Source: an optimization exercise on an open RTL-to-GDS flow (aim: small area, a short achievable clock period and few clock cycles). Production flows keep margins and buffers that such runs may drop.
In this exercise RTL edits were held to simulation tests only and were not proved equivalent to the original.
Power figures rest on the tool's default switching activity, not on a simulated workload.

Setup of raven:
Design nlm_sorter, start of the top module:
module nlm_sorter (
    input  wire               clk,
    input  wire               rst,
    output wire               ready,
    input  wire               wr_en,
    input  wire [4:0]         wr_idx,
    input  wire [15:0]        wr_vcap,
    input  wire               wr_svc,
    input  wire               start,
    input  wire signed [23:0] v_arm,
    input  wire signed [15:0] i_p,
    input  wire [14:0]        i_dead,
    input  wire [15:0]        band,
    input  wire               full_bridge,
    output reg                done,
    output reg  [31:0]        mask,      
    output reg  [5:0]         n_out,
    output reg                neg,
    output reg                dir
);
Settings: LEC_CHECK=0, CAP_MARGIN=20, CORE_MARGIN=2, CORE_UTILIZATION=25, CTS_CLUSTER_DIAMETER=80, CTS_CLUSTER_SIZE=20, PLACE_DENSITY=0.35, SLEW_MARGIN=20; clock period 12.0 ns.
run.sh (not shown) runs the stock make flow with config.mk's settings and CLKGATE_MAP_FILE= SYNTH_SCRIPT=/design/flow/synth_recipe.tcl, a recipe that flattens the netlist after the stock synthesis.
Testbench counts of raven, summed over its fixed seeds: cycles 12,928.
Changes in pepper relative to raven:
--- a/flow/design.v
+++ b/flow/design.v
@@ -126,25 +126,25 @@
     reg  [20:0] sreg;
     reg  [29:0] rem;
     reg  [27:0] dd;
     reg  [5:0]  q;
     reg         ovf;
     reg  [5:0]  n_r;
     wire [31:0] rem_t = addp({2'd0, rem}, {4'hf, ~dd}, 1'b1);           
     wire [31:0] ovf_t = addp({2'd0, rem}, {3'h7, ~dd, 1'b1}, 1'b1);     
     reg  [27:0] a_sh;            
     reg  [1:0]  m_sh;            
     wire [31:0] o0 = {3'd0, m_sh[0] ? a_sh : 28'd0, 1'b0};
     wire [31:0] o1 = {2'd0, m_sh[1] ? a_sh : 28'd0, 2'b0};
-    wire [31:0] o3 = {2'd0, rem};
+    wire [31:0] o3 = ph[1] ? {11'd0, s_sum} : {2'd0, rem};
     wire [31:0] x1s = o0 ^ o1 ^ o3;
     wire [31:0] x1c = {((o0 & o1) | (o0 & o3) | (o1 & o3)), 1'b0};
     wire [31:0] num32 = addp(x1s, x1c, 1'b0);
     wire       q0 = !rem_t[31];
     function [5:0] nfun;
         input [4:0] qv;
         begin
             nfun = (r_zero || sreg == 21'd0 || mreg == 6'd0) ? 6'd0 :
                    (ovf || {1'b0, qv} > mreg) ? mreg : {1'b0, qv};
         end
     endfunction
     wire [5:0] nsel0 = nfun({q[3:0], 1'b0});
@@ -229,27 +229,25 @@
         if (ph[8])
             srch <= 1'b1;
         else if (srch)
             srch <= !last;
         if (rst)
             srch <= 1'b0;
     end
     always @(posedge clk) begin
         a_sh <= go ? {4'd0, is_varm[23] ? neg_v[23:0] : is_varm} : {a_sh[25:0], 2'd0};
         m_sh <= go ? m_cnt[1:0] : ph[1] ? mreg[3:2] : mreg[5:4];
         dd   <= ph[3] ? {2'b0, sreg, 5'd0} : dd >> 1;
         q    <= ph[3] ? 6'd0 : {q[4:0], !rem_t[31]};
-        if (go)
-            rem <= {9'd0, ds_v ? s_upd[20:0] : s_sum};    
-        else if (ph[1] || ph[2] || ph[3])
+        if (ph[1] || ph[2] || ph[3])
             rem <= num32[29:0];
         else if (!rem_t[31])
             rem <= rem_t[29:0];
     end
     always @(posedge clk) begin
         if (rst) begin
             ready_r <= 1'b1;
             go_r    <= 1'b0;
             wmatch  <= 1'b0;
             ph      <= 8'd0;
             adding  <= 1'b0;
             pend  <= 1'b0;
Results
pepper was carried through to the last stage, and its layout satisfied the timing, DRC and antenna checks. Time the worst path needs with I/O delays and setup for pepper is higher than for raven. pepper: switching fraction of total power is 3.5 points lower than what raven reported. In the metrics for pepper and raven, the one carrying the lower fmax is pepper. Cell area for pepper: 500 µm² down relative to raven. Taking raven as the reference point, the global routing usage on met3 of pepper falls by 0.20 points. Synthesized netlist net count: pepper and raven compared, higher one is raven. Min core utilization across pepper and raven: pepper. pepper against raven: via count went down, logic gate share of total power went down, clock buffer count went down. Taking raven as the reference, in pepper worst reg-to-reg setup slack lower, number of combinational gates with multiple inputs roughly the same.
Testbench counts of pepper, summed over its fixed seeds: cycles 12,928.

==> what the ideal ports hide <==
Ports are ideal in the flow. The routed layouts listed here were re-timed in OpenROAD.
Step 1 assumes that a clkbuf_16 drives the clock port and a buf_2 every other input.
Step 2, shift: input delay + t, output delay - t, t = (earliest + latest rising clock arrival at the registers) / 2. This alone moves slack from input paths to output paths.
a / b / c = no drivers / after step 1 / after step 2; a / b = the first two.
run | shift t [ns] | setup slack, ns | worst hold slack (ns) | latest minus earliest clock arrival (ns)
raven | 0.869 | 7.546 / 7.473 / 7.302 | 0.343 / 0.343 / 0.343 | 0.043 / 0.043
pepper | 0.859 | 7.466 / 7.466 / 7.311 | 0.324 / 0.324 / 0.324 | 0.045 / 0.045
After both steps setup and hold are still met in every run listed. The setup slack of raven, which loses most, moves by -0.073 ns with the drivers and by -0.244 ns with both steps.
